Background: an optimization exercise with open tools, aiming at small area, a short achievable clock period and few clock cycles per item. Do not read the settings as production practice.
Only simulation tests tie the RTL to the original design; equivalence was not proved.
Power is estimated from default activity; no workload was simulated.

alpha:
==> flow/design.v (excerpt) <==
module cluster_finder (
    input  wire         clk,
    input  wire         rst,           
    input  wire [13:0]  cl_seed,       
    input  wire         in_valid,
    output wire         in_ready,
    input  wire [139:0] in_row,        
    input  wire [9:0]   in_miss,       
    input  wire [15:0]  in_cn,         
    input  wire [11:0]  in_addr,
    input  wire         in_ts_lost,
    input  wire         in_nsync,
    output wire         out_valid,
    input  wire         out_ready,
    output wire [191:0] out_frame
);
Size in the first run: roughly 7,000 cells after synthesis, ~0.059 mm² of cells after synthesis.
==> flow/config.mk <==
export PLATFORM = sky130hd
export DESIGN_NAME = cluster_finder
export DESIGN_NICKNAME = cluster_finder
export VERILOG_FILES = /design/flow/design.v
export SDC_FILE = /design/flow/constraint.sdc
export NUM_CORES = 4
export LEC_CHECK = 0
export CAP_MARGIN = 20
export CORE_MARGIN = 2
export CORE_UTILIZATION = 50
export CTS_CLUSTER_DIAMETER = 100
export CTS_CLUSTER_SIZE = 24
export PLACE_DENSITY = 0.65
export SLEW_MARGIN = 20
export TNS_END_PERCENT = 0
==> flow/constraint.sdc <==
create_clock -name core_clock -period 20.0 [get_ports {clk}]
set_input_delay 4.0000 -clock core_clock [delete_from_list [all_inputs] [get_ports {clk}]]
set_output_delay 4.0000 -clock core_clock [all_outputs]
set_load 0.01 [all_outputs]
standard.sh (not shown) runs the stock make flow with config.mk's settings and CLKGATE_MAP_FILE= SYNTH_SCRIPT=/design/flow/synth_recipe.tcl, a recipe that flattens the netlist after the stock synthesis.
==> flow/flow/run.sh <==
#!/bin/bash
# Own layout flow: the standard flow (standard.sh), with two changes.
#  1. Synthesis maps the logic with a delay-driven ABC script (flow/abc_speed.script)
#     and without Yosys's full-adder extraction, so that ABC sees whole logic cones.
#     Registers are mapped before ABC, exactly as in the standard synthesis.
#  2. Timing repair aims for a setup margin of SETUP_SLACK_MARGIN ns at the design's
#     clock period, so that repair works toward a shorter achieved period.
# Every tool's output goes to a log file in this folder (and ORFS's own logs under orfs/logs).
set -uo pipefail
HERE=$(pwd)
rm -rf "$HERE/scripts_own"
cp -r "$FLOW_HOME/scripts" "$HERE/scripts_own"
cp "$HERE/flow/abc_speed.script" "$HERE/scripts_own/abc_speed.script"
MARGIN=$(cat "$HERE/flow/margin.txt" 2>/dev/null || echo 14)
bash standard.sh SCRIPTS_DIR="$HERE/scripts_own" ADDER_MAP_FILE= SETUP_SLACK_MARGIN="$MARGIN" finish > "$HERE/standard_flow.log" 2>&1
status=$?
echo "standard.sh exit status $status" >> "$HERE/standard_flow.log"
exit $status
==> flow/flow/abc_speed.script <==
strash
dch
map -D 3500
topo
buffer -c
upsize -D 3500
dnsize -D 3500
stime -c
==> flow/flow/margin.txt <==
15
Testbench counts of alpha, summed over its fixed seeds: cycles 3,240, frames 320.
#### Input delta (beta over alpha)
- PLACE_DENSITY changed from 0.65 to 0.75
- CORE_UTILIZATION changed from 50 to 60
==> comparison <==
On cell count along the critical path, the higher figure sits with alpha, not beta.
Going from alpha to beta, the global-route usage was found to have gone up by 9.0 points.
When the final numbers for alpha and beta were put side by side, the relative max-transition margin turned out to be greater in alpha.
The lower fraction of area in non-clock buffers came out of beta.
Higher placer's final routability congestion estimate among alpha and beta: beta
Re worst setup slack before clock tree synthesis: alpha and beta aren't equal, and the higher value belongs to beta.
Comparing alpha and beta, buffer count excluding the clock tree in the final layout is higher on alpha.
Here is what was changed in the inputs of gamma compared with beta.
- PLACE_DENSITY now 0.65, was 0.75
- CORE_UTILIZATION now 50, was 60
==> flow/flow/abc_speed.script <==
strash
dch
map -D 5000
topo
buffer -c
upsize -D 5000
dnsize -D 5000
stime -c
==> comparison <==
| cell count | gamma vs beta | 355 higher |
gamma ended up with register to register as its type of the setup path with the least slack; beta ended up with register to output pin.
The core of gamma is less densely filled than that of beta.
On worst slack on hold paths: between beta and gamma, it ends up higher for beta.
[gamma] critical path depth rose 19 relative to beta
Between gamma and beta, it is gamma whose number of library cell types mapped by synthesis is lower, by 23.
Summary: with beta as the reference, cell area in gamma moved up by a few percent.
Looking only at sequential portion of the cell area, and setting everything else aside, the lower value of beta and gamma goes to gamma.
Between gamma and beta, the count of antenna-violating nets left after detailed routing figures differ only marginally.
The inputs of delta differ from those of gamma as listed below.
- PLACE_DENSITY changed from 0.65 to 0.75
- CORE_UTILIZATION changed from 50 to 60
==> flow/flow/run.sh <==
#!/bin/bash
set -uo pipefail
HERE=$(pwd)
MARGIN=$(cat "$HERE/flow/margin.txt" 2>/dev/null || echo 14)
bash standard.sh SETUP_SLACK_MARGIN="$MARGIN" finish > "$HERE/standard_flow.log" 2>&1
status=$?
echo "standard.sh exit status $status" >> "$HERE/standard_flow.log"
exit $status
removed: flow/flow/abc_speed.script
--- outcome ---
- A critical path endpoint of csum[16]$_DFF_P_ is what delta shows, while crc[13]$_DFFE_PP_ belongs to gamma.
- Relative to gamma, the clock power measured on delta has decreased by a little under 10%.
- gamma ended up with met1 as its most congested layer reported by global routing; delta ended up with met2.
- gamma → delta: number of multi-input logic gates -625, worst-case setup margin in the final layout -0.44 ns, compound-cell area share of the yosys netlist -5.8 points, finished layout cell area +about 7%.

[re-timing with driven ports]
No port has a modelled driver above. Below, the same layouts with a new extraction and two added sets of constraints. Step 1 assumes that a clkbuf_16 drives the clock port and a buf_2 every other input. Step 2 times the ports against the registers' clock, not the clock port: input delays grow and output delays shrink by t, the midpoint of the rising clock arrivals with the driver on. a / b / c = ideal / step 1 / step 2; a / b = the first two.
run | t, ns | slack for setup (ns) | worst data-port slew with drivers (ns)
alpha | 0.778 | 14.476 / 14.416 / 13.873 | 0.13
beta | 0.785 | 14.446 / 14.369 / 13.791 | 0.11
gamma | 0.776 | 14.545 / 14.505 / 13.831 | 0.13
delta | 0.784 | 14.108 / 14.108 / 14.013 | 0.07
After both steps setup and hold are still met in every run listed. The setup slack of gamma, which loses most, moves by -0.040 ns with the drivers and by -0.714 ns with both steps.
